From an optimization exercise on the open Yosys and OpenROAD flow, aimed at small area, a short achievable clock period and few clock cycles; shortcuts taken in it are not production practice. Only simulation tests tie the RTL to the original design; equivalence was not proved.

--- design/flow/flow/run.sh ---
#!/bin/bash
set -euo pipefail
bash standard.sh SETUP_SLACK_MARGIN=18 CTS_CLUSTER_SIZE=25 CTS_CLUSTER_DIAMETER=80 finish > standard.log 2>&1
--- design/flow/standard.sh ---
#!/bin/bash
# synth_recipe.tcl (not shown) runs the flow's synth.tcl, then flattens the netlist and writes it again
# the make line also repeats each setting of config.mk as NAME=value (left out here)
make -C /OpenROAD-flow-scripts/flow DESIGN_CONFIG=/design/flow/config.mk WORK_HOME=/design/flow/orfs CLKGATE_MAP_FILE= SYNTH_SCRIPT=/design/flow/synth_recipe.tcl "${@:-finish}"
--- design/flow/config.mk ---
export PLATFORM = sky130hd
export DESIGN_NAME = cvu
export DESIGN_NICKNAME = cvu
export VERILOG_FILES = /design/flow/design.v
export SDC_FILE = /design/flow/constraint.sdc
export NUM_CORES = 8
export LEC_CHECK = 0
export CAP_MARGIN = 30
export CORE_MARGIN = 2
export CORE_UTILIZATION = 30
export PLACE_DENSITY = 0.45
export SLEW_MARGIN = 30
--- design/flow/constraint.sdc ---
create_clock -name core_clock -period 24.0 [get_ports {clk}]
set_input_delay 4.8000 -clock core_clock [delete_from_list [all_inputs] [get_ports {clk}]]
set_output_delay 4.8000 -clock core_clock [all_outputs]
set_load 0.01 [all_outputs]
--- design/flow/design.v ---
module cvu (
    input  wire        clk,
    input  wire        rst,
    input  wire        req_valid,
    output wire        req_ready,
    input  wire        req_write,
    input  wire [11:0] req_addr,
    input  wire [31:0] req_wdata,
    output reg         rsp_valid,
    output reg  [31:0] rsp_rdata,
    output reg         alert
);
    localparam [4:0] O_CTL = 5'd0,  O_CFG = 5'd1,
                     O_POLY_L = 5'd2, O_POLY_H = 5'd3,
                     O_INIT_L = 5'd4, O_INIT_H = 5'd5,
                     O_XOR_L = 5'd6,  O_XOR_H = 5'd7,
                     O_FOLD_L = 5'd8, O_FOLD_H = 5'd9,
                     O_VAL_L = 5'd10, O_VAL_H = 5'd11,
                     O_RES_L = 5'd12, O_RES_H = 5'd13,
                     O_COUNT = 5'd14,
                     O_FEED8 = 5'd16, O_FEED16 = 5'd17, O_FEED32 = 5'd18,
                     O_F64_LO = 5'd19, O_F64_HI = 5'd20;
    localparam [2:0] P_DONE = 3'd0, P_MQ = 3'd2, P_MU = 3'd3,
                     P_RS = 3'd5, P_RW = 3'd6, P_RW2 = 3'd7;
    localparam NF = 5;    
    integer i, j, k;
    function [63:0] width_mask(input [6:0] w);
        integer b;
        begin
            for (b = 0; b < 64; b = b + 1)
                width_mask[b] = (b < w);
        end
    endfunction
    function [63:0] refl(input [63:0] x, input [5:0] s);
        reg [63:0] r;
        integer b;
        begin
            for (b = 0; b < 64; b = b + 1)
                r[b] = x[63 - b];
            refl = r >> s;
        end
    endfunction
    function [7:0] rev8(input [7:0] v);
        integer b;
        begin
            for (b = 0; b < 8; b = b + 1)
                rev8[b] = v[7 - b];
        end
    endfunction
    function [31:0] bord(input [31:0] d, input refin);
        begin
            bord = refin ? d : {rev8(d[31:24]), rev8(d[23:16]), rev8(d[15:8]), rev8(d[7:0])};
        end
    endfunction
    function [15:1] q16(input [14:0] p);
        reg [15:0] q, s, r, cc;
        integer m, n;
        begin
            cc = {p, 1'b1};
            q = 16'd1;
            for (m = 1; m < 8; m = m + 1)
                for (n = 1; n <= m; n = n + 1)
                    q[m] = q[m] ^ (cc[n] & q[m - n]);
            s = 16'd0;
            for (m = 0; m < 8; m = m + 1)
                s[2*m] = q[m];
            r = 16'd0;
            for (m = 0; m < 16; m = m + 1)
                for (n = 0; n <= m; n = n + 1)
                    r[m] = r[m] ^ (cc[m - n] & s[n]);
            q16 = r[15:1];
        end
    endfunction
    function [31:16] q32(input [30:0] p, input [15:0] q);
        reg [31:0] s, r, cc;
        integer m, n;
        begin
            cc = {p, 1'b1};
            s = 32'd0;
            for (m = 0; m < 16; m = m + 1)
                s[2*m] = q[m];
            r = 32'd0;
            for (m = 16; m < 32; m = m + 1)
                for (n = 0; n <= m; n = n + 2)
                    r[m] = r[m] ^ (cc[m - n] & s[n]);
            q32 = r[31:16];
        end
    endfunction
    reg        rst_q;       
    reg [1:0]  sticky;
    reg [1:0]  alert_en;
    reg [31:0] cnt_badw;
    reg        cfg_refin  [0:1];
    reg        cfg_refout [0:1];
    reg [3:0]  cfg_fl     [0:1];
    reg [6:0]  cfg_w      [0:1];
    reg [63:0] poly   [0:1];
    reg [63:0] init   [0:1];
    reg [63:0] xorout [0:1];
    reg [63:0] fold   [0:1];
    reg [31:0] f64_lo [0:1];
    reg        f64_v  [0:1];
    reg [31:0] val_lo [0:1];
    reg        l_refout [0:1];
    reg [5:0]  l_s      [0:1];     
    reg [63:0] l_xor    [0:1];
    reg [63:0] pr   [0:1];
    reg [31:0] count [0:1];
    reg [2:0]  phase [0:1];
    reg [63:0] vA, vB;
    reg [31:1] mu0, mu1;           
    reg        l_refin0, l_refin1;
    reg          fv    [0:NF-1];
    reg          fctx  [0:NF-1];
    reg [1:0]    fn    [0:NF-1];    
    reg [31:0]   fdata [0:NF-1];    
    reg [2:0]    fcnt;
    reg        eng_ctx;     
    reg        f_st;        
    reg        f_vs;        
    reg        f_mu;        
    reg        f_rd;        
    reg        f_ctx;
    reg        f_iA, f_iB, f_ip0, f_ip1, f_ii0, f_ii1, f_iv;
    reg        ib0, ib1;    
    reg [5:0]  f_cs, f_ls;  
    reg        st_exec;     
    wire [63:0] vr0 = eng_ctx ? vB : vA;
    wire [63:0] vr1 = eng_ctx ? vA : vB;
    reg        ready_q;     
    reg        busy;        
    reg        rv, rw, rlov;
    reg [9:0]  ra;
    reg [31:0] rdw;
    reg        r_start_q, r_feed_q, r_f64h_q, r_vseth_q, r_rdv_q;
    reg [10:0] r_wsel;
    reg [16:0] r_rsel;    
    reg        room1_q, room2_q, idle0_q, idle1_q;
    assign req_ready = ready_q;
    wire       r_g     = (ra[9:3] == 7'd0);
    wire       r_c_hit = (ra[9:6] == 4'd1);
    wire       r_c     = ra[5];
    wire [4:0] r_off   = ra[4:0];
    wire       acc   = req_valid && !busy;
    wire       wacc  = acc && req_write;
    wire       i_g   = (req_addr[11:5] == 7'd0);
    wire       i_c_hit = (req_addr[11:8] == 4'd1);
    wire       i_c   = req_addr[7];
    wire [4:0] i_off = req_addr[6:2];
    wire r_idle = r_c ? idle1_q : idle0_q;
    wire [63:0] cmask0 = width_mask(cfg_w[0]);
    wire [63:0] cmask1 = width_mask(cfg_w[1]);
    wire [63:0] r_mask = r_c ? cmask1 : cmask0;
    wire        h_v    = fv[0];
    wire        h_ctx  = fctx[0];
    wire        h_exec = h_v && (phase[h_ctx] == P_DONE);
    wire        d_go   = h_exec;
    wire [63:0] e_pr = pr[eng_ctx];
    wire [31:0] e_mu = {eng_ctx ? mu1 : mu0, 1'b1};
    wire [31:0] e_d  = bord(fdata[0], eng_ctx ? l_refin1 : l_refin0) ^ vA[31:0];
    reg [31:0] a_low;
    reg [63:0] e_hi;
    always @(*) begin
        case (fn[0])
            2'd0: begin a_low = {e_d[7:0],  24'd0}; e_hi = vA >> 8;  end
            2'd1: begin a_low = {e_d[15:0], 16'd0}; e_hi = vA >> 16; end
            2'd2: begin a_low = {e_d[23:0], 8'd0};  e_hi = vA >> 24; end
            default: begin a_low = e_d;             e_hi = vA >> 32; end
        endcase
    end
    reg [31:0] tops;
    always @(*) begin
        for (i = 0; i < 32; i = i + 1) begin
            tops[i] = 1'b0;
            for (j = 0; j <= i; j = j + 1)
                tops[i] = tops[i] ^ (e_mu[i - j] & a_low[j]);
        end
    end
    reg [63:0] e_out;
    always @(*) begin
        e_out = e_hi;
        for (j = 0; j < 32; j = j + 1)
            if (tops[j])
                e_out = e_out ^ (e_pr >> (31 - j));
    end
    wire [63:0] f_in  = ({64{f_iA}}  & vA)      | ({64{f_iB}}  & vB) |
                        ({64{f_ip0}} & poly[0]) | ({64{f_ip1}} & poly[1]) |
                        ({64{f_ii0}} & init[0]) | ({64{f_ii1}} & init[1]) |
                        ({64{f_iv}}  & {rdw, val_lo[r_c]});
    wire [5:0]  f_s   = f_st ? f_cs : f_ls;    
    wire [63:0] f_out = refl(f_in, f_s);
    wire        mq_ctx = (phase[1] == P_MQ);
    wire [15:1] mq_q   = q16(pr[mq_ctx][14:0]);
    wire        mu_ctx = f_ctx;
    wire [31:16] mu_q  = q32(pr[mu_ctx][30:0], {mu_ctx ? mu1[15:1] : mu0[15:1], 1'b1});
    wire r_start  = rv && r_start_q;
    wire r_feed   = rv && r_feed_q;
    wire r_f64h   = rv && r_f64h_q;
    wire r_vseth  = rv && r_vseth_q;
    wire r_room   = (r_start_q || r_f64h_q) ? room2_q : r_feed_q ? room1_q : 1'b1;
    wire r_stv    = r_start_q || r_vseth_q;
    wire r_rd_ok  = !r_rdv_q || (r_idle && f_rd);
    wire r_iblk   = (r_wsel[3] || r_wsel[4]) && (r_c ? ib1 : ib0);
    wire r_exec   = rv && (rw ? (r_room && (!r_stv || r_idle) && !r_iblk && (!r_vseth_q || f_vs))
                              : r_rd_ok);
    wire wx       = r_exec && rw;           
    wire rdone    = r_exec && !rw;          
    wire st_now   = st_exec;    
    wire vs_now   = wx && r_vseth;
    wire rs0      = (phase[0] == P_RS);
    wire rs1      = (phase[1] == P_RS);
    wire st_go    = st_now || rs0 || rs1;
    wire st_ctx   = rs0 ? 1'b0 : rs1 ? 1'b1 : r_c;
    wire [3:0]  st_fl = cfg_fl[st_ctx];
    wire        st_f1 = st_go && st_fl != 4'd0;
    wire        st_f2 = st_go && st_fl > 4'd4;
    wire [1:0]  st_n1 = (st_fl >= 4'd4) ? 2'd3 : st_fl[1:0] - 2'd1;
    wire [1:0]  st_n2 = st_fl[1:0] - 2'd1;    
    wire        push1 = st_f1 || (wx && r_feed);
    wire        push2 = st_f2 || (wx && r_f64h);
    wire        p1_ctx  = st_go ? st_ctx : r_c;
    wire [1:0]  p1_n    = st_go ? st_n1 :
                          (r_off == O_FEED8) ? 2'd0 : (r_off == O_FEED16) ? 2'd1 : 2'd3;
    wire [31:0] p1_d    = st_go ? fold[st_ctx][31:0] :
                          r_f64h ? (rlov ? f64_lo[r_c] : 32'd0) : rdw;
    wire [1:0]  p2_n    = st_go ? st_n2 : 2'd3;
    wire [31:0] p2_d    = st_go ? fold[st_ctx][63:32] : rdw;
    wire        pop     = h_exec;
    wire [2:0]  base    = fcnt - {2'd0, pop};
    wire [2:0]  fcnt_n  = base + {2'd0, push1} + {2'd0, push2};
    reg          fctx_n  [0:NF-1];
    reg [1:0]    fn_n    [0:NF-1];
    reg [31:0]   fdata_n [0:NF-1];
    always @(*) begin
        for (i = 0; i < NF; i = i + 1) begin
            if (push1 && base == i) begin
                fctx_n[i] = p1_ctx; fn_n[i] = p1_n; fdata_n[i] = p1_d;
            end else if (push2 && base + 3'd1 == i) begin
                fctx_n[i] = p1_ctx; fn_n[i] = p2_n; fdata_n[i] = p2_d;
            end else if (pop && i < NF - 1) begin
                fctx_n[i] = fctx[i+1]; fn_n[i] = fn[i+1]; fdata_n[i] = fdata[i+1];
            end else begin
                fctx_n[i] = fctx[i]; fn_n[i] = fn[i]; fdata_n[i] = fdata[i];
            end
        end
    end
    reg [2:0] phase_n [0:1];
    always @(*) begin
        for (k = 0; k < 2; k = k + 1) begin
            phase_n[k] = phase[k];
            case (phase[k])
                P_RW2: phase_n[k] = P_RW;
                P_RW: phase_n[k] = P_RS;
                P_MQ: phase_n[k] = P_MU;
                P_MU: if (f_mu && f_ctx == k) phase_n[k] = P_DONE;
                default: ;
            endcase
            if (st_go && st_ctx == k)
                phase_n[k] = P_MQ;
        end
    end
    reg [NF-1:0] has0_n, has1_n;
    always @(*) begin
        for (i = 0; i < NF; i = i + 1) begin
            has0_n[i] = (i < fcnt_n) && !fctx_n[i];
            has1_n[i] = (i < fcnt_n) && fctx_n[i];
        end
    end
    wire idle0_n = !(|has0_n) && phase_n[0] == P_DONE;
    wire idle1_n = !(|has1_n) && phase_n[1] == P_DONE;
    wire        x_v    = acc || (rv && !r_exec);
    wire        x_w    = acc ? req_write : rw;
    wire        x_c    = acc ? i_c : r_c;
    wire i_start = req_write && i_c_hit && i_off == O_CTL && req_wdata[31];
    wire i_feed  = req_write && i_c_hit && (i_off == O_FEED8 || i_off == O_FEED16 ||
                                            i_off == O_FEED32 || i_off == O_F64_HI);
    wire i_f64h  = req_write && i_c_hit && i_off == O_F64_HI;
    wire i_vseth = req_write && i_c_hit && i_off == O_VAL_H;
    wire i_rdv   = !req_write && i_c_hit && (i_off == O_VAL_L || i_off == O_VAL_H ||
                                             i_off == O_RES_L || i_off == O_RES_H);
    wire [16:0] i_rsel;
    assign i_rsel[0]  = !req_write && i_g && i_off == 5'd0;
    assign i_rsel[1]  = !req_write && i_g && i_off == 5'd1;
    assign i_rsel[2]  = !req_write && i_g && i_off == 5'd2;
    genvar gi;
    generate
        for (gi = 3; gi <= 16; gi = gi + 1) begin : g_rsel
            assign i_rsel[gi] = !req_write && i_c_hit && i_off == gi - 2;
        end
    endgenerate
    wire [10:0] i_wsel;
    assign i_wsel[0]  = req_write && i_c_hit && i_off == O_CFG;
    assign i_wsel[1]  = req_write && i_c_hit && i_off == O_POLY_L;
    assign i_wsel[2]  = req_write && i_c_hit && i_off == O_POLY_H;
    assign i_wsel[3]  = req_write && i_c_hit && i_off == O_INIT_L;
    assign i_wsel[4]  = req_write && i_c_hit && i_off == O_INIT_H;
    assign i_wsel[5]  = req_write && i_c_hit && i_off == O_XOR_L;
    assign i_wsel[6]  = req_write && i_c_hit && i_off == O_XOR_H;
    assign i_wsel[7]  = req_write && i_c_hit && i_off == O_FOLD_L;
    assign i_wsel[8]  = req_write && i_c_hit && i_off == O_FOLD_H;
    assign i_wsel[9]  = req_write && i_c_hit && i_off == O_VAL_L;
    assign i_wsel[10] = req_write && i_c_hit && i_off == O_F64_LO;
    wire x_start = acc ? i_start : r_start_q;
    wire x_stv   = acc ? (i_start || i_vseth) : r_stv;
    wire x_idle  = x_c ? idle1_n : idle0_n;
    wire rs_n0 = (phase_n[0] == P_RS), rs_n1 = (phase_n[1] == P_RS);
    wire mu_n0 = (phase_n[0] == P_MU), mu_n1 = (phase_n[1] == P_MU);
    wire x_vs  = acc ? i_vseth : r_vseth_q;
    wire g_sf  = (x_v && x_start && x_idle) || rs_n0 || rs_n1;
    wire g_mu  = !g_sf && (mu_n0 || mu_n1);
    wire g_vs  = x_v && x_vs && x_idle && !(mu_n0 || mu_n1);
    wire g_rd  = !g_sf && !g_vs && !(mu_n0 || mu_n1);
    wire g_ctx = g_sf ? (rs_n0 ? 1'b0 : rs_n1 ? 1'b1 : x_c) :
                 g_mu ? !mu_n0 : x_c;
    wire eng_ctx_n = (fcnt_n != 3'd0) ? fctx_n[0] : eng_ctx;
    wire        g_vctx = (mu_n0 || mu_n1) ? !mu_n0 : x_c;
    wire        g_sctx = rs_n0 ? 1'b0 : rs_n1 ? 1'b1 : x_c;
    wire        cfgw_wr  = rv && r_wsel[0] && !r_bad_w;
    wire [5:0]  cfg_s0   = 6'd0 - cfg_w[0][5:0];
    wire [5:0]  cfg_s1   = 6'd0 - cfg_w[1][5:0];
    wire [5:0]  cfg_s_n0 = rst_q ? 6'd32 : (cfgw_wr && !r_c) ? 6'd0 - r_nw[5:0] : cfg_s0;
    wire [5:0]  cfg_s_n1 = rst_q ? 6'd32 : (cfgw_wr && r_c)  ? 6'd0 - r_nw[5:0] : cfg_s1;
    wire [5:0]  l_s_n0   = (st_go && !st_ctx) ? cfg_s0 : l_s[0];
    wire [5:0]  l_s_n1   = (st_go && st_ctx)  ? cfg_s1 : l_s[1];
    wire swap = (eng_ctx_n != eng_ctx);
    wire [63:0] r_res = (l_refout[r_c] ? (r_c ? vr1 : vr0) : f_out) ^ l_xor[r_c];
    wire [63:0] r_poly = poly[r_c], r_init = init[r_c], r_xor = xorout[r_c];
    wire [31:0] r_mlo = ({32{r_rsel[4]}} & r_poly[31:0])  | ({32{r_rsel[6]}} & r_init[31:0]) |
                        ({32{r_rsel[8]}} & r_xor[31:0]);
    wire [31:0] r_mhi = ({32{r_rsel[5]}} & r_poly[63:32]) | ({32{r_rsel[7]}} & r_init[63:32]) |
                        ({32{r_rsel[9]}} & r_xor[63:32]);
    wire [31:0] rdata = ({32{r_rsel[0]}}  & {30'd0, sticky}) |
                        ({32{r_rsel[1]}}  & {30'd0, alert_en}) |
                        ({32{r_rsel[2]}}  & cnt_badw) |
                        ({32{r_rsel[3]}}  & {cfg_refin[r_c], cfg_refout[r_c], 10'd0, cfg_fl[r_c], 9'd0, cfg_w[r_c]}) |
                        (r_mlo & r_mask[31:0]) | (r_mhi & r_mask[63:32]) |
                        ({32{r_rsel[10]}} & fold[r_c][31:0]) |
                        ({32{r_rsel[11]}} & fold[r_c][63:32]) |
                        ({32{r_rsel[12]}} & f_out[31:0]) |
                        ({32{r_rsel[13]}} & f_out[63:32]) |
                        ({32{r_rsel[14]}} & r_res[31:0]) |
                        ({32{r_rsel[15]}} & r_res[63:32]) |
                        ({32{r_rsel[16]}} & count[r_c]);
    wire [6:0] r_nw   = rdw[6:0];
    wire [3:0] r_nfl  = rdw[19:16];
    wire r_bad_w  = (r_nw == 7'd0) || (r_nw > 7'd64);
    wire r_bad_fl = (r_nfl > 4'd8);
    wire [6:0] i_nw  = req_wdata[6:0];
    wire [3:0] i_nfl = req_wdata[19:16];
    wire i_bad  = wacc && i_c_hit && i_off == O_CFG &&
                  ((i_nw == 7'd0) || (i_nw > 7'd64) || (i_nfl > 4'd8));
    wire i_half = wacc && i_c_hit && i_off == O_F64_HI && !f64_v[i_c];
    wire [1:0] sticky_n   = (wacc && i_g && i_off == 5'd0) ? (sticky & ~req_wdata[1:0])
                                                          : (sticky | {i_half, i_bad});
    wire [1:0] alert_en_n = (wacc && i_g && i_off == 5'd1) ? req_wdata[1:0] : alert_en;
    wire rs_pend = rs0 || rs1 || (phase[0] == P_RW) || (phase[1] == P_RW) || (phase[1] == P_RW2);
    wire x_winit = acc ? (i_wsel[3] || i_wsel[4]) : (r_wsel[3] || r_wsel[4]);
    wire x_ib    = x_c ? ((phase_n[1] == P_MQ) || (phase_n[1] == P_MU))
                       : ((phase_n[0] == P_MQ) || (phase_n[0] == P_MU));
    wire ready_n = !rs_pend && (!x_v || (x_w && fcnt_n <= NF - 2 && (!x_stv || x_idle) &&
                                         !(x_winit && x_ib) && !(x_vs && (mu_n0 || mu_n1))));
    reg [32:0] cnt_sum;
    always @(*) begin
        case (r_off)
            O_FEED8:  cnt_sum = {1'b0, count[r_c]} + 33'd1;
            O_FEED16: cnt_sum = {1'b0, count[r_c]} + 33'd2;
            O_FEED32: cnt_sum = {1'b0, count[r_c]} + 33'd4;
            default:  cnt_sum = {1'b0, count[r_c]} + 33'd8;
        endcase
    end
    wire        ctxA = eng_ctx, ctxB = !eng_ctx;
    wire        fvA  = (f_mu && f_ctx == ctxA) || (vs_now && r_c == ctxA);
    wire        fvB  = (f_mu && f_ctx == ctxB) || (vs_now && r_c == ctxB);
    wire [63:0] vA_r = fvA ? f_out : vA;
    wire [63:0] vB_n = fvB ? f_out : vB;
    always @(posedge clk) begin
        if (rst) begin
            sticky    <= 2'b00;
            alert_en  <= 2'b11;
            alert     <= 1'b0;
            ready_q   <= 1'b0;
            busy      <= 1'b1;
            rv        <= 1'b0;
            rsp_valid <= 1'b0;
            fcnt      <= 3'd0;
            eng_ctx   <= 1'b0;
            room1_q   <= 1'b1;
            room2_q   <= 1'b1;
            idle0_q   <= 1'b0;
            idle1_q   <= 1'b0;
            f_st      <= 1'b0;
            f_iA      <= 1'b0;
            f_iB      <= 1'b0;
            f_ip0     <= 1'b0;
            f_ip1     <= 1'b0;
            f_ii0     <= 1'b0;
            f_ii1     <= 1'b0;
            f_iv      <= 1'b0;
            f_cs      <= 6'd32;
            f_ls      <= 6'd32;
            st_exec   <= 1'b0;
            f_mu      <= 1'b0;
            f_vs      <= 1'b0;
            f_rd      <= 1'b0;
            ib0       <= 1'b1;
            ib1       <= 1'b1;
            f_ctx     <= 1'b0;
            for (i = 0; i < NF; i = i + 1)
                fv[i] <= 1'b0;
            phase[0] <= P_RW;
            phase[1] <= P_RW2;
        end else begin
            ready_q   <= ready_n;
            busy      <= !ready_n;
            rv        <= x_v;
            rsp_valid <= rdone;
            sticky    <= sticky_n;
            alert_en  <= alert_en_n;
            alert     <= |(sticky_n & alert_en_n);
            fcnt      <= fcnt_n;
            eng_ctx   <= eng_ctx_n;
            room1_q   <= fcnt_n <= NF - 1;
            room2_q   <= fcnt_n <= NF - 2;
            idle0_q   <= idle0_n;
            idle1_q   <= idle1_n;
            f_st      <= g_sf;
            f_iA      <= g_rd && (x_c == eng_ctx_n);
            f_iB      <= g_rd && (x_c != eng_ctx_n);
            f_ip0     <= g_sf && !g_sctx;
            f_ip1     <= g_sf && g_sctx;
            f_ii0     <= g_mu && mu_n0;
            f_ii1     <= g_mu && !mu_n0;
            f_iv      <= g_vs;
            f_cs      <= g_sctx ? cfg_s_n1 : cfg_s_n0;
            f_ls      <= g_vctx ? l_s_n1 : l_s_n0;
            st_exec   <= x_v && x_start && x_idle && (fcnt_n <= NF - 2);
            f_mu      <= g_mu;
            f_vs      <= g_vs;
            f_rd      <= g_rd;
            ib0       <= (phase_n[0] == P_MQ) || (phase_n[0] == P_MU) || (phase_n[0] == P_RS) ||
                         (phase_n[0] == P_RW);
            ib1       <= (phase_n[1] == P_MQ) || (phase_n[1] == P_MU) || (phase_n[1] == P_RS) ||
                         (phase_n[1] == P_RW) || (phase_n[1] == P_RW2);
            f_ctx     <= g_ctx;
            for (i = 0; i < NF; i = i + 1)
                fv[i] <= (i < fcnt_n);
            for (k = 0; k < 2; k = k + 1)
                phase[k] <= phase_n[k];
        end
    end
    always @(posedge clk)
        rst_q <= rst;
    always @(posedge clk) begin
        if (rst_q) begin
            cnt_badw <= 32'd0;
            for (k = 0; k < 2; k = k + 1) begin
                cfg_refin[k]  <= 1'b1;
                cfg_refout[k] <= 1'b1;
                cfg_fl[k]     <= 4'd0;
                cfg_w[k]      <= 7'd32;
                poly[k]       <= 64'h0000_0000_04C1_1DB7;
                init[k]       <= 64'h0000_0000_FFFF_FFFF;
                xorout[k]     <= 64'h0000_0000_FFFF_FFFF;
                fold[k]       <= 64'd0;
                f64_v[k]      <= 1'b0;
                val_lo[k]     <= 32'd0;
            end
        end else begin
            if (wacc && i_c_hit && i_off == O_F64_LO)
                f64_v[i_c] <= 1'b1;
            if (wacc && i_c_hit && i_off == O_F64_HI)
                f64_v[i_c] <= 1'b0;
            if (wx && r_g && r_off == 5'd2) begin
                if (rdw == 32'd0)
                    cnt_badw <= 32'd0;
            end else if (rv && r_wsel[0] && (r_bad_w || r_bad_fl) &&
                         cnt_badw != 32'hFFFF_FFFF) begin
                cnt_badw <= cnt_badw + 32'd1;
            end
            if (rv) begin
                if (r_wsel[0]) begin
                    cfg_refin[r_c]  <= rdw[31];
                    cfg_refout[r_c] <= rdw[30];
                    if (!r_bad_w)  cfg_w[r_c]  <= r_nw;
                    if (!r_bad_fl) cfg_fl[r_c] <= r_nfl;
                end
                if (r_wsel[1])  poly[r_c][31:0]    <= rdw & r_mask[31:0];
                if (r_wsel[2])  poly[r_c][63:32]   <= rdw & r_mask[63:32];
                if (r_wsel[3] && !r_iblk) init[r_c][31:0]  <= rdw & r_mask[31:0];
                if (r_wsel[4] && !r_iblk) init[r_c][63:32] <= rdw & r_mask[63:32];
                if (r_wsel[5])  xorout[r_c][31:0]  <= rdw & r_mask[31:0];
                if (r_wsel[6])  xorout[r_c][63:32] <= rdw & r_mask[63:32];
                if (r_wsel[7])  fold[r_c][31:0]    <= rdw;
                if (r_wsel[8])  fold[r_c][63:32]   <= rdw;
                if (r_wsel[9])  val_lo[r_c]        <= rdw;
            end
        end
    end
    always @(posedge clk) begin
        rsp_rdata <= rdata;
        if (!(rv && !r_exec)) begin
            rw   <= req_write;
            ra   <= req_addr[11:2];
            rdw  <= req_wdata;
            rlov <= f64_v[i_c];
            r_start_q <= i_start;
            r_feed_q  <= i_feed;
            r_f64h_q  <= i_f64h;
            r_vseth_q <= i_vseth;
            r_rdv_q   <= i_rdv;
            r_wsel    <= i_wsel;
            r_rsel    <= i_rsel;
        end
        if (rv && r_wsel[10])
            f64_lo[r_c] <= rdw;
        for (i = 0; i < NF; i = i + 1) begin
            fctx[i]  <= fctx_n[i];
            fn[i]    <= fn_n[i];
            fdata[i] <= fdata_n[i];
        end
        if (wx && r_feed)
            count[r_c] <= cnt_sum[32] ? 32'hFFFF_FFFF : cnt_sum[31:0];
        vA  <= (d_go && !swap) ? e_out : swap ? vB_n : vA_r;
        vB  <= (d_go && swap)  ? e_out : swap ? vA_r : vB_n;
        if (phase[0] == P_MQ)   mu0[15:1]  <= mq_q;
        if (phase[1] == P_MQ)   mu1[15:1]  <= mq_q;
        if (f_mu && !f_ctx)     mu0[31:16] <= mu_q;
        if (f_mu && f_ctx)      mu1[31:16] <= mu_q;
        if (st_go) begin
            if (st_ctx) l_refin1 <= cfg_refin[1]; else l_refin0 <= cfg_refin[0];
            l_refout[st_ctx] <= cfg_refout[st_ctx];
            l_s[st_ctx]      <= st_ctx ? cfg_s1 : cfg_s0;
            l_xor[st_ctx]    <= xorout[st_ctx] & (st_ctx ? cmask1 : cmask0);
            pr[st_ctx]       <= f_out;
            count[st_ctx]    <= 32'd0;
        end
    end
endmodule
==> out/results.ini, run 1 <==
[outcome]
status=finished clean

[layout]
stdcell_count=18000
regArea_um2=43800
finish.utilization_pct=33.8
drive_above_1_share_pct=11.2
multiInputGateArea_um2=69200
fin_nets=12900
nFillCells=39800
synthToLayoutAreaGrowth_pct=12.2

[yosys]
synth_top_area_share_pct=32.3
synth-simple-area-share_pct=17.4
synth_compound_area_share_pct=13.1
synth_adder_area_share_pct=0.264
synth-main-ff-cell=edfxtp_1
syn_nets=13200
synth-seq-cells=1562
synth-seq-area-share_pct=37.8
async_flop_share_pct=0
muxShareOfSynthArea_pct=7.73
synth-edff-count=1245
synth.area.top_cells=edfxtp_1 32%, xnor2_1 11%, nor2_1 8.1%, mux2i_1 5.5%, dfxtp_1 5.5%
yosysMostFrequentCell=nor2_1
yosysWarnings=10
netlist_top_cells_count=2512 x nor2_1, 1475 x xnor2_1, 1388 x nand2_1, 1245 x edfxtp_1, 818 x clkbuf_1
synth_top_area_cell=edfxtp_1
syn_area_per_cell_um2=8.81
ys_types=89
syn-cell-area_um2=116000
syn_inst=13100
synth_top_family_by_area=XOR/XNOR gates
synth-xor-area-share_pct=19.4

[setup_path]
worst_ep_arrival_time_ns=1.36
crit_start=alert$_SDFF_PP0_
critPathMaxStageDelay_ns=0.34
crit_cells=1
r2r_slack_ns=17.92
critPathTopFamily=flip-flops
crit_path_end_kind=primary output
timing.rr.end=rsp_rdata[19]$_DFF_P_
crit_buf_inv=1
slowest_stage=dfxtp_2
cp_max_fo=1
reg2reg_from=f_iB$_SDFF_PP0_
worstPathCellList=buf_6
critPathKind=flop to primary output
critPathCapture=alert
crit_required_ns=19.20
r2r_cells=18
cp-start-kind=flop

[clocking]
cts_buffer_depth=4
numCtsBuffers=108
h-tree-depth=3
clock-sinks=1562
cts-root-buf=clkbuf_16
clkTransAtPathRegs_ns=0.09
cts_hold_buf=0
clk_latency_ns=0.93
cts_tree=built

[detailed_routing]
drtIter0Drc=15400
viasPerCell=5.72
drtAntennaViolNets=0
wire_per_inst_um=32.4
drc=0
dr.pass1.iters=11
wirelength_um=582000
num_vias=103000

[timing]
tightest_slew_ns=1.19
fin_setup_tns_ns=0
max_freq_ghz=0.162
hold_viol_final=0
final_max_slew_viol_count=0
fin_crit_sh_pct=25.7
relSlewSlack_pct=18.6
grt_setup_unrepaired=yes
setup_violations=0
period_minus_slack_ns=6.16
skew_ns=0.122

[die]
io_pins=83
start_util_pct=30.1
die_h_um=625
dieArea_um2=391000
die_w_um=625
coreArea_um2=385000
rows=228

[grt]
grt_max_degree=121
grt_overflow=0
first_global_vias=93800
grt_pass1_wl_um=790000
grt_antenna_before_repair=38
grtUsageTotal_pct=28.4

[place]
io_buffers=80
dpl.hpwl_um=390000
dp_cells=17600
place.gp.congestion=1.00

[min_path]
hp-class=flop to flop

[job]
max_cap_viol_count=0

[through the flow]
stage                     hold slack (ns)  instance area, um^2  setup slack (ns)
after global placement              0.454               123000             15.43
final                               0.496               130000             17.84
after global routing                0.517               130000             17.80
after floorplan                     0.426               116000             17.58
after detailed placement            0.475               123000             15.45
after CTS                           0.499               129000             17.79
[kinds of logic (layout without fill, tap and decap cells)]
logic type,count (synthesis),count (layout)
XOR/XNOR,2218,2218
buffers and inverters,1261,981
AND/OR/NAND/NOR,4833,4834
multiplexers,857,859
other,0,23
adder cells (fa/ha/maj),24,24
AO/OA/AOI/OAI,2389,2390
flip-flops,1562,1562
[layer usage]
metal | track usage [%] | part of all wire [%] | up-vias
li1 | - | - | 44900
met1 | 38.1 | 40 | 50700
met2 | 41.8 | 42 | 5862
met3 | 6.41 | 10 | 1095
met4 | 16.8 | 7.4 | 22
met5 | 0 | 0.040 | -
[cells in the final DEF (no fill, tap or decap), types with 235 or more instances in the layout]
cell type	count
o21ai_0	675
dfxtp_1	281
xor2_1	519
edfxtp_1	1245
a21oi_1	696
nor2_1	2501
nand2_1	1380
mux2i_1	548
buf_4	474
and3_1	235
xnor2_1	1441
[worst min-delay path by stage]
stage	startpoint	to	slack (ns)	cells after the start
after floorplan	cfg_refin[1]$_DFF_P_	l_refin1$_DFFE_PP_	0.43	0
after global placement	cfg_refin[0]$_DFF_P_	l_refin0$_DFFE_PP_	0.45	0
after detailed placement	cfg_refin[0]$_DFF_P_	l_refin0$_DFFE_PP_	0.48	0
after CTS	l_s[1][0]$_DFFE_PP_	f_ls[0]$_SDFF_PP0_	0.50	2
after global routing	l_s[1][0]$_DFFE_PP_	f_ls[0]$_SDFF_PP0_	0.52	2
final	count[0][31]$_SDFFE_PP0P_	count[0][31]$_SDFFE_PP0P_	0.50	2
[sequential cells by signal (all words and copies together), names as in the netlist, 64 cells and up, named ones only]
name and cells:
count 64, f64_lo 64, fdata 160, fold 128, init 128, l_xor 128
poly 128, pr 128, vA 64, vB 64, val_lo 64, xorout 128
[cell type report]
cell class	count	share of cell area, %
antenna	23	0.0443
clock buffer	117	2.16
clock inverter	79	0.713
inverter	112	0.348
multi-input combinational	10300	53.2
sequential	1562	33.7
tap	5060	4.87
timing repair buffer	673	4.96
[what timing repair did]
| item | in CTS | in global routing |
|---|---|---|
| buffers inserted | 42 | 29 |
| endpoints found under the setup margin | 202 | 198 |
| pin swaps | 19 | 22 |
| cloned | 10 | 12 |
| gates resized for setup | 413 | 152 |
Testbench counts, summed over its fixed seeds: cycles 35,885.
==> run 2: changes to the inputs <==
==> design/flow/flow/run.sh (replaced) <==
#!/bin/bash
set -euo pipefail
bash standard.sh SETUP_SLACK_MARGIN=18 CTS_CLUSTER_SIZE=25 CTS_CLUSTER_DIAMETER=80 CORE_UTILIZATION=40 PLACE_DENSITY=0.5 finish > standard.log 2>&1
==> out/results.ini, run 2 <==
[timing]
worst_slack_ns=17.84  ; -0.00330 ns
max_freq_ghz=0.162  ; about the same
relSlewSlack_pct=19.0  ; +0.31 points
tightest_slew_ns=1.22  ; +0.0293 ns
skew_ns=0.0580  ; -0.0635 ns
whs_ns=0.502  ; +0.00528 ns
fin_setup_tns_ns=0  ; unchanged
final_max_slew_viol_count=0  ; unchanged
grt_setup_unrepaired=yes
fin_crit_sh_pct=25.7  ; about the same
period_minus_slack_ns=6.16  ; +0.00330 ns
hold_viol_final=0  ; unchanged
setup_violations=0  ; unchanged

[yosys]
synth-seq-cells=1562  ; unchanged
yosysWarnings=10  ; unchanged
synth.area.top_cells=edfxtp_1 32%, xnor2_1 11%, nor2_1 8.1%, mux2i_1 5.5%, dfxtp_1 5.5%
synth_adder_area_share_pct=0.264  ; unchanged
yosysMostFrequentCell=nor2_1
syn-cell-area_um2=116000  ; unchanged
synth-edff-count=1245  ; unchanged
syn_inst=13100  ; unchanged
synth_top_area_share_pct=32.3  ; unchanged
synth-xor-area-share_pct=19.4  ; unchanged
synth_top_family_by_area=XOR/XNOR gates
syn_area_per_cell_um2=8.81  ; unchanged
async_flop_share_pct=0  ; unchanged
netlist_top_cells_count=2512 x nor2_1, 1475 x xnor2_1, 1388 x nand2_1, 1245 x edfxtp_1, 818 x clkbuf_1
synth-main-ff-cell=edfxtp_1
synth-simple-area-share_pct=17.4  ; unchanged
synth_compound_area_share_pct=13.1  ; unchanged
ys_types=89  ; unchanged
synth-seq-area-share_pct=37.8  ; unchanged
muxShareOfSynthArea_pct=7.73  ; unchanged
synth_top_area_cell=edfxtp_1
syn_nets=13200  ; unchanged

[layout]
regMostFlops=fdata
fin_nets=12800  ; -0.44%
largest_register_ffs=160  ; unchanged
layout_commonest_cell=nor2_1
layout_common_cells=2496 x nor2_1, 1450 x xnor2_1, 1377 x nand2_1
drive_above_1_share_pct=10.7  ; -0.42 points
synthToLayoutAreaGrowth_pct=9.78
stdcell_count=16600  ; -7.4%

[min_path]
hp-class=flop to flop

[clocking]
cts-root-buf=clkbuf_16
clkTransAtPathRegs_ns=0.09  ; about the same
cts_buffer_depth=3  ; -1
cts_tree=built
cts_hold_buf=0  ; unchanged
numCtsBuffers=98  ; -9.3%
clock-sinks=1562  ; unchanged
clk_latency_ns=0.82  ; -0.11 ns
h-tree-depth=3  ; unchanged

[detailed_routing]
drtAntennaViolNets=0  ; unchanged
num_vias=105000  ; +2.1%
wire_per_inst_um=34.8  ; +7.5%
drtIter0Drc=16200  ; +5.1%
dr.pass1.iters=11  ; unchanged
wirelength_um=579000  ; -0.43%
viasPerCell=6.30  ; +10%
drc=0  ; unchanged

[setup_path]
worstPathCellList=buf_6
critPathMaxStageDelay_ns=0.44  ; +0.10 ns
r2r_slack_ns=17.93  ; about the same
worst_ep_arrival_time_ns=1.36  ; about the same
cp_max_fo=1  ; unchanged
critPathTopFamily=flip-flops
critPathCapture=req_ready
crit_required_ns=19.20  ; about the same
crit_start=ready_q$_SDFF_PP0_
crit_buf_inv=1  ; unchanged
critPathKind=flop to primary output
timing.rr.end=rsp_rdata[19]$_DFF_P_
r2r_cells=15  ; -3
crit_path_end_kind=primary output
slowest_stage=dfxtp_4
crit_cells=1  ; unchanged
cp-start-kind=flop

[die]
die_h_um=542  ; -13%
io_pins=83  ; unchanged
dieArea_um2=294000  ; -25%
rows=197  ; -14%
die_w_um=542  ; -13%
coreArea_um2=288000  ; -25%
start_util_pct=40.2  ; +10 points

[place]
dp_cells=16300  ; -7.3%
place.gp.congestion=1.02  ; +1.5%
dpl.hpwl_um=393000  ; +0.68%
io_buffers=80  ; unchanged
pre_cts_ws_ns=16.20  ; +0.755 ns

[grt]
grtUsageTotal_pct=37.9  ; +9.5 points
first_global_vias=96700  ; +3.2%
grt_pass1_wl_um=790000  ; about the same
grt_antenna_before_repair=29  ; -24%
grt_max_degree=118  ; -2.5%
grt_overflow=0  ; unchanged

[outcome]
status=finished clean

[job]
max_cap_viol_count=0  ; unchanged

## run 2: cell counts after synthesis
Identical to the previous run, type by type.
## run 2: per-stage QoR
step	area (um^2)	utilization [%]
after floorplan	116000	-
after global placement	121000	42.1
after detailed placement	122000	42.2
after CTS	126000	43.8
after global routing	127000	44.1
final	127000	44.1
## run 2: worst min path at each step
stage	from	endpoint	cells past startpoint
2_1_floorplan	cfg_refin[1]$_DFF_P_	l_refin1$_DFFE_PP_	0
4_1_cts	count[1][21]$_SDFFE_PP0P_	count[1][21]$_SDFFE_PP0P_	2
3_3_place_gp	count[0][2]$_SDFFE_PP0P_	count[0][2]$_SDFFE_PP0P_	2
6_report	count[1][21]$_SDFFE_PP0P_	count[1][21]$_SDFFE_PP0P_	2
3_5_place_dp	sticky[0]$_SDFF_PP0_	sticky[0]$_SDFF_PP0_	2
5_1_grt	count[0][1]$_SDFFE_PP0P_	count[0][1]$_SDFFE_PP0P_	2
## run 2: kinds of logic (layout without fill, tap and decap cells)
kind of cell	after synthesis	after routing
simple gates	4833	4834
compound gates	2389	2390
xor+xnor	2218	2221
flops	1562	1562
buf+inv	1261	917
mux	857	858
fa+ha+maj	24	24
other cells	0	34
## run 2: layout make-up
| type | instances | area [um^2] |
|---|---|---|
| clock inverters | 66 | 940 |
| fillers | 27800 | 161000 |
| well taps | 3781 | 4730 |
| clock buffers | 115 | 2610 |
| flip-flops and latches | 1562 | 43800 |
| repair buffers | 624 | 5420 |
| diodes | 34 | 85.1 |
| multi-input cells | 10300 | 69100 |
| inverters | 112 | 449 |
## run 2: routing by layer
metal | up-vias | track usage (%) | wire [um]
met5 | - | 0 | 81
met4 | 14 | 25.4 | 47400
met3 | 1255 | 8.78 | 62400
met2 | 6578 | 55.5 | 242000
met1 | 52100 | 49.7 | 227000
li1 | 44800 | - | -
## run 2: repair_timing
action | in CTS | in global routing
gates resized for setup | 365 | 145
buffers inserted | 25 | 21
cloned | 6 | 3
endpoints found under the setup margin | 200 | 167
pin swaps | 15 | 19
==> run 3: changes to the inputs <==
==> design/flow/flow/run.sh (replaced) <==
#!/bin/bash
set -euo pipefail
bash standard.sh SETUP_SLACK_MARGIN=18 CTS_CLUSTER_SIZE=25 CTS_CLUSTER_DIAMETER=80 CORE_UTILIZATION=50 PLACE_DENSITY=0.6 finish > standard.log 2>&1
==> out/results.ini, run 3 <==
[clocking]
cts-root-buf=clkbuf_16
clock-sinks=1562  ; unchanged
clk_latency_ns=0.80  ; -0.02 ns
clkTransAtPathRegs_ns=0.09  ; about the same
cts_tree=built
numCtsBuffers=80  ; -18%
cts_buffer_depth=3  ; unchanged
cts_hold_buf=0  ; unchanged
h-tree-depth=3  ; unchanged

[place]
dpl.hpwl_um=380000  ; -3.2%
io_buffers=80  ; unchanged
place.gp.congestion=1.04  ; +2.3%

[layout]
fin_nets=12800  ; +0.12%
layout_commonest_cell=nor2_1
drive_above_1_share_pct=10.5  ; -0.21 points
layout_common_cells=2495 x nor2_1, 1456 x xnor2_1, 1378 x nand2_1
synthToLayoutAreaGrowth_pct=8.44
regMostFlops=fdata
largest_register_ffs=160  ; unchanged

[setup_path]
r2r_slack_ns=18.02  ; +0.09 ns
crit_buf_inv=1  ; unchanged
critPathMaxStageDelay_ns=0.36  ; -0.08 ns
cp-start-kind=flop
critPathKind=flop to primary output
cp_max_fo=1  ; unchanged
worstPathCellList=buf_6
crit_required_ns=19.20  ; about the same
slowest_stage=dfxtp_2
crit_cells=1  ; unchanged
worst_ep_arrival_time_ns=1.22  ; -0.14 ns
reg2reg_from=vA[14]$_DFF_P_
critPathTopFamily=flip-flops
crit_path_end_kind=primary output
timing.rr.end=vB[37]$_DFF_P_
r2r_cells=18  ; +3

[timing]
skew_ns=0.0456  ; -0.0124 ns
max_freq_ghz=0.166  ; +2.3%
final_max_slew_viol_count=0  ; unchanged
relSlewSlack_pct=17.0  ; -1.9 points
fin_crit_sh_pct=25.1  ; -0.58 points
tightest_slew_ns=1.21  ; -0.00589 ns
setup_violations=0  ; unchanged
period_minus_slack_ns=6.02  ; -0.139 ns
fin_setup_tns_ns=0  ; unchanged
grt_setup_unrepaired=yes
hold_viol_final=0  ; unchanged

[yosys]
synth-edff-count=1245  ; unchanged
synth_top_area_cell=edfxtp_1
yosysMostFrequentCell=nor2_1
synth-seq-cells=1562  ; unchanged
synth-seq-area-share_pct=37.8  ; unchanged
syn_inst=13100  ; unchanged
syn-cell-area_um2=116000  ; unchanged
async_flop_share_pct=0  ; unchanged
netlist_top_cells_count=2512 x nor2_1, 1475 x xnor2_1, 1388 x nand2_1, 1245 x edfxtp_1, 818 x clkbuf_1
synth_top_area_share_pct=32.3  ; unchanged
synth.area.top_cells=edfxtp_1 32%, xnor2_1 11%, nor2_1 8.1%, mux2i_1 5.5%, dfxtp_1 5.5%
ys_types=89  ; unchanged
syn_nets=13200  ; unchanged
synth-main-ff-cell=edfxtp_1
yosysWarnings=10  ; unchanged
syn_area_per_cell_um2=8.81  ; unchanged

[grt]
grt_max_degree=107  ; -9.3%
grt_overflow=0  ; unchanged
first_global_vias=98000  ; +1.3%
grt_use_met1_pct=59.7  ; +10 points
busiest_layer=met2
grt_use_met2_pct=65.9  ; +10 points
grt_antenna_before_repair=36  ; +24%
grtUsageTotal_pct=46.5  ; +8.6 points
grt_pass1_wl_um=780000  ; -1.3%
met3_usage_pct=14.3  ; +5.6 points

[detailed_routing]
num_vias=107000  ; +2.5%
drtAntennaViolNets=0  ; unchanged
wirelength_um=567000  ; -2.0%
wire_per_inst_um=35.8  ; +2.8%
viasPerCell=6.77  ; +7.5%
drc=0  ; unchanged
drtIter0Drc=18800  ; +16%
dr.pass1.iters=15  ; +4

[die]
die_h_um=485  ; -10%
io_pins=83  ; unchanged
coreArea_um2=230000  ; -20%
dieArea_um2=236000  ; -20%
die_w_um=485  ; -10%
start_util_pct=50.3  ; +10 points
rows=176  ; -11%

[min_path]
hp-class=flop to flop
holdPathEnd=count[0][1]$_SDFFE_PP0P_
worstHoldStart=count[0][1]$_SDFFE_PP0P_
min_path_cells=2  ; unchanged

[job]
max_cap_viol_count=0  ; unchanged

[outcome]
status=finished clean

[run 3: cell counts after synthesis]
Identical to the previous run, type by type.
[run 3: stage by stage]
step / cell area [um^2] / worst slack [ns] / cells / util [%] / hold slack (ns)
after floorplan: 116000 / 17.58 / 13100 / - / 0.426
after global placement: 120000 / 16.04 / 15600 / 52.3 / 0.473
after detailed placement: 121000 / 16.21 / 15600 / 52.4 / 0.481
after CTS: 125000 / 17.96 / 15800 / 54.1 / 0.503
after global routing: 126000 / 17.97 / 15800 / 54.6 / 0.522
final: 126000 / 17.98 / 15800 / 54.6 / 0.502
[run 3: cells by family (layout without fill, tap and decap cells)]
| group | after synthesis | count (layout) | synth area share, % |
|---|---|---|---|
| AOI/OAI and AO/OA | 2389 | 2390 | 13.1 |
| xor gates and xnor gates | 2218 | 2221 | 19.4 |
| adders and majority gates | 24 | 24 | 0.264 |
| buffers and inverters | 1261 | 910 | 4.38 |
| DFF | 1562 | 1562 | 37.8 |
| muxes | 857 | 859 | 7.73 |
| other | 0 | 23 | 0 |
| and+or+nand+nor | 4833 | 4834 | 17.4 |
[run 3: layout make-up]
class,instances,area (um^2)
antenna,23,57.6
clock buffer,111,2260
clock inverter,31,405
fill,20800,105000
inverter,112,449
multi-input combinational,10300,69100
sequential,1562,43800
tap,3026,3790
timing repair buffer,656,5780
[run 3: timing repair]
| item | in CTS | in global routing |
|---|---|---|
| resized for setup | 372 | 127 |
| pin swaps | 39 | 34 |
| setup endpoints to repair | 196 | 159 |
| cloned | 7 | 3 |
| buffers inserted | 57 | 18 |
| endpoints found under the hold margin | 0 | 0 |
[run 3: worst max-delay path by stage]
stage | slack (ns) | from | endpoint
floorplan | 17.58 | req_valid | f_cs[5]$_SDFF_PP1_
global placement | 16.04 | eng_ctx$_SDFF_PP0_ | vB[44]$_DFF_P_
detailed placement | 16.21 | eng_ctx$_SDFF_PP0_ | vB[36]$_DFF_P_
CTS | 17.96 | rsp_rdata[17]$_DFF_P_ | rsp_rdata[17]
global route | 17.97 | alert$_SDFF_PP0_ | alert
finish | 17.98 | rsp_rdata[28]$_DFF_P_ | rsp_rdata[28]
[run 3: worst reg2reg max path, cell delays in order, from the launching register on]
cell      delay, ns
dfxtp_1        1.00
xor2_1         0.25
mux2i_1        0.14
o221ai_1       0.19
buf_4          0.25
nor2_1         0.09
a311oi_1       0.59
xnor2_1        0.21
xnor2_1        0.13
xnor3_2        0.57
xor2_4         0.19
buf_8          0.29
buf_8          0.31
nand2_1        0.18
xor3_1         0.36
xnor3_1        0.40
xnor3_1        0.35
o21ai_0        0.25
o21ai_0        0.10
[run 3: metal layers]
layer	up-vias	share of wire, %
li1	44800	-
met1	52200	36
met2	8534	41
met3	1819	14
met4	24	9.2
met5	-	0.054
==> run 4: changes to the inputs <==
--- a/design/flow/design.v
+++ b/design/flow/design.v
@@ -124,5 +124,5 @@
     reg        f_iA, f_iB, f_ip0, f_ip1, f_ii0, f_ii1, f_iv;
     reg        ib0, ib1;    
-    reg [5:0]  f_cs, f_ls;  
+    reg [5:0]  f_s;         
     reg        st_exec;     
     wire [63:0] vr0 = eng_ctx ? vB : vA;
@@ -188,5 +188,4 @@
                         ({64{f_ii0}} & init[0]) | ({64{f_ii1}} & init[1]) |
                         ({64{f_iv}}  & {rdw, val_lo[r_c]});
-    wire [5:0]  f_s   = f_st ? f_cs : f_ls;    
     wire [63:0] f_out = refl(f_in, f_s);
     wire        mq_ctx = (phase[1] == P_MQ);
@@ -397,6 +396,5 @@
             f_ii1     <= 1'b0;
             f_iv      <= 1'b0;
-            f_cs      <= 6'd32;
-            f_ls      <= 6'd32;
+            f_s       <= 6'd32;
             st_exec   <= 1'b0;
             f_mu      <= 1'b0;
@@ -432,6 +430,5 @@
             f_ii1     <= g_mu && !mu_n0;
             f_iv      <= g_vs;
-            f_cs      <= g_sctx ? cfg_s_n1 : cfg_s_n0;
-            f_ls      <= g_vctx ? l_s_n1 : l_s_n0;
+            f_s       <= g_sf ? (g_sctx ? cfg_s_n1 : cfg_s_n0) : (g_vctx ? l_s_n1 : l_s_n0);
             st_exec   <= x_v && x_start && x_idle && (fcnt_n <= NF - 2);
             f_mu      <= g_mu;
==> out/results.ini, run 4 <==
[clocking]
cts_buffer_depth=3  ; unchanged
clock-sinks=1555  ; -0.45%
cts_tree=built
numCtsBuffers=98  ; +23%
cts-root-buf=clkbuf_16
h-tree-depth=3  ; unchanged
clk_latency_ns=0.85  ; +0.05 ns
cts_hold_buf=0  ; unchanged
clkTransAtPathRegs_ns=0.10  ; about the same

[timing]
setup_violations=0  ; unchanged
skew_ns=0.117  ; +0.0714 ns
fin_setup_tns_ns=0  ; unchanged
whs_ns=0.497  ; -0.00435 ns
final_max_slew_viol_count=0  ; unchanged
fin_crit_sh_pct=25.9  ; +0.83 points
grt_setup_unrepaired=yes
period_minus_slack_ns=6.22  ; +0.200 ns
relSlewSlack_pct=16.7  ; -0.37 points
tightest_slew_ns=1.25  ; +0.0402 ns
max_freq_ghz=0.161  ; -3.2%
hold_viol_final=0  ; unchanged

[setup_path]
critPathMaxStageDelay_ns=0.97  ; +0.61 ns
worstPathCellList=buf_8 -> buf_6 -> mux2_2 -> a21oi_1 -> mux2_2 -> o22ai_1 -> mux2i_1 -> nor2_1 -> a21oi_1 -> and2_1 -> a211oi_1 -> buf_4 -> a221oi_1 -> o21ai_0 -> a221o_1
slowest_stage=a221oi_1
cp-start-kind=flop
worst_ep_arrival_time_ns=6.91  ; +5.69 ns
critPathTopFamily=compound AO/OA/AOI/OAI gates
critPathKind=flop to flop
r2r_slack_ns=17.78  ; -0.24 ns
r2r_cells=15  ; -3
cp_max_fo=53  ; +52
crit_path_end_kind=flop
crit_buf_inv=3  ; +2
crit_required_ns=24.69  ; +5.49 ns
timing.rr.end=rsp_rdata[5]$_DFF_P_

[grt]
grt_antenna_before_repair=44  ; +22%
first_global_vias=98400  ; +0.41%
grtUsageTotal_pct=45.4  ; -1.1 points
grt_max_degree=129  ; +21%
grt_overflow=0  ; unchanged
grt_pass1_wl_um=765000  ; -1.9%

[die]
start_util_pct=50.3  ; about the same
rows=176  ; unchanged
io_pins=83  ; unchanged
die_w_um=485  ; about the same
coreArea_um2=230000  ; unchanged
die_h_um=485  ; about the same
dieArea_um2=236000  ; about the same

[detailed_routing]
num_vias=108000  ; +0.61%
dr.pass1.iters=13  ; -2
drtIter0Drc=19100  ; +1.4%
drtAntennaViolNets=0  ; unchanged
drc=0  ; unchanged
viasPerCell=6.74  ; -0.45%
wire_per_inst_um=34.9  ; -2.6%
wirelength_um=559000  ; -1.6%

[layout]
largest_register_ffs=160  ; unchanged
layout_common_cells=2674 x nor2_1, 1631 x xnor2_1, 1327 x nand2_1
regMostFlops=fdata
drive_above_1_share_pct=10.9  ; +0.36 points
fin_nets=12900  ; +1.0%
synthToLayoutAreaGrowth_pct=9.28
layout_commonest_cell=nor2_1
fin_area_um2=127000  ; +0.78%
nFillCells=20600  ; -0.96%

[yosys]
yosysWarnings=10  ; unchanged
async_flop_share_pct=0  ; unchanged
netlist_top_cells_count=2692 x nor2_1, 1670 x xnor2_1, 1344 x nand2_1, 1245 x edfxtp_1, 845 x a21oi_1
synth_top_area_share_pct=32.3  ; about the same
synth-main-ff-cell=edfxtp_1
synth-seq-area-share_pct=37.6  ; -0.12 points
synth-seq-cells=1555  ; -0.45%
synth_top_area_cell=edfxtp_1
syn-cell-area_um2=116000  ; about the same
yosysMostFrequentCell=nor2_1
syn_inst=13300  ; +0.87%
ys_types=94  ; +5.6%
syn_nets=13300  ; +0.87%
syn_area_per_cell_um2=8.74  ; -0.87%
synth-edff-count=1245  ; unchanged
synth.area.top_cells=edfxtp_1 32%, xnor2_1 13%, nor2_1 8.7%, mux2i_1 5.7%, dfxtp_1 5.4%

[outcome]
status=finished clean

[job]
max_cap_viol_count=0  ; unchanged

[min_path]
min_path_cells=2  ; unchanged
hp-class=flop to flop
holdPathEnd=count[1][29]$_SDFFE_PP0P_
worstHoldStart=count[1][29]$_SDFFE_PP0P_

[place]
postPlaceCellArea_um2=121000  ; about the same
io_buffers=80  ; unchanged
dpl.hpwl_um=371000  ; -2.6%
place.gp.congestion=1.05  ; +0.73%

==> run 4: changes by cell type after synthesis, moves of 69 or more <==
cell     change
o21ai_0    -282
xnor2_1    +195
nor2_1     +180
a21oi_1    +138
xor2_1      -79
xnor3_1     -69
==> run 4: how the worst max path moves through the flow <==
stage,endpoint,cells past startpoint
3_3_place_gp,f_s[4]$_SDFF_PP0_,10
2_1_floorplan,f_s[4]$_SDFF_PP0_,10
5_1_grt,rsp_rdata[29],1
6_report,rsp_rdata[5]$_DFF_P_,15
3_5_place_dp,f_s[4]$_SDFF_PP0_,10
4_1_cts,rsp_rdata[29],1
==> run 4: logic make-up (layout without fill, tap and decap cells) <==
logic type                 after synthesis  count (layout)  synth area share [%]
adders and majority gates               23              23                 0.255
and+or+nand+nor                       4996            4998                  18.0
other                                    0              39                     0
xor gates and xnor gates              2260            2263                  18.8
buffers and inverters                 1192             877                  4.11
DFF                                   1555            1555                  37.6
muxes                                  886             889                  8.05
AOI/OAI and AO/OA                     2347            2348                  13.2
==> run 4: metal layers <==
| layer | up-vias | wire length (um) | global-route usage [%] |
|---|---|---|---|
| met5 | - | 125 | 0 |
| met4 | 22 | 52300 | 33.4 |
| met3 | 1754 | 81500 | 15.2 |
| met2 | 8715 | 226000 | 64.0 |
| met1 | 52200 | 199000 | 57.7 |
| li1 | 45300 | - | - |
==> run 4: area by class of cell <==
cell class              count  area [um^2]  area share (%)
repair buffers            622         5520            4.36
well taps                3026         3790            2.99
clock buffers             109         2500            1.98
clock inverters            74         1030           0.816
diodes                     39         97.6          0.0771
inverters                  72          285           0.225
multi-input cells       10500        69700            55.1
flip-flops and latches   1555        43700            34.5
==> run 4: worst register-to-register path: stages, from the launching register on <==
cell	delay (ns)
dfxtp_4	0.85
buf_8	0.53
buf_6	0.62
mux2_2	0.52
a21oi_1	0.39
mux2_2	0.26
o22ai_1	0.21
mux2i_1	0.30
nor2_1	0.06
a21oi_1	0.29
and2_1	0.18
a211oi_1	0.05
buf_4	0.27
a221oi_1	0.99
o21ai_0	0.20
a221o_1	0.39
==> run 4: timing repair <==
| action | in CTS | in global routing |
|---|---|---|
| pin swaps | 21 | 33 |
| setup buffers | 46 | 42 |
| gates cloned | 9 | 8 |
| resized for setup | 395 | 130 |
| endpoints found under the setup margin | 205 | 168 |
==> run 4: metrics by stage <==
stage | setup WS, ns | util [%] | cells
final | 17.78 | 55.0 | 16000
after global routing | 17.87 | 55.0 | 16000
after CTS | 17.86 | 54.5 | 15900
after detailed placement | 15.87 | 52.4 | 15700
after global placement | 15.95 | 52.3 | 15700
after floorplan | 17.48 | - | 13300
Testbench counts of run 4, summed over its fixed seeds: cycles 35,885.

==> port drivers added, routing unchanged <==
The results above use ideal ports. As a check the final layouts listed here were re-extracted and re-timed, cells and wires unchanged.
Step 1: set_driving_cell puts a clkbuf_16 on clk and a buf_2 on each other input, an assumption about the parent block.
Step 2 moves the port delays by t, midway between the first and last clock arrival at a register: inputs arrive t later, outputs are due t later. That takes back most of the time a late clock gives input paths.
Slacks: no drivers / after step 1 / after step 2; pairs: no drivers / after step 1.
run	t (ns)	setup WS [ns]	worst setup path after step 2	worst register clock-pin slew, ns
run 1	0.970	17.842 / 17.746 / 17.190	input to register	0.11 / 0.11
run 2	0.875	17.839 / 17.751 / 17.216	input to register	0.11 / 0.11
run 3	0.876	17.978 / 17.878 / 17.199	input to register	0.11 / 0.11
run 4	0.892	17.778 / 17.773 / 17.176	input to register	0.11 / 0.11
After both steps setup and hold are still met in every run listed. The setup slack of run 3, which loses most, moves by -0.100 ns with the drivers and by -0.779 ns with both steps.
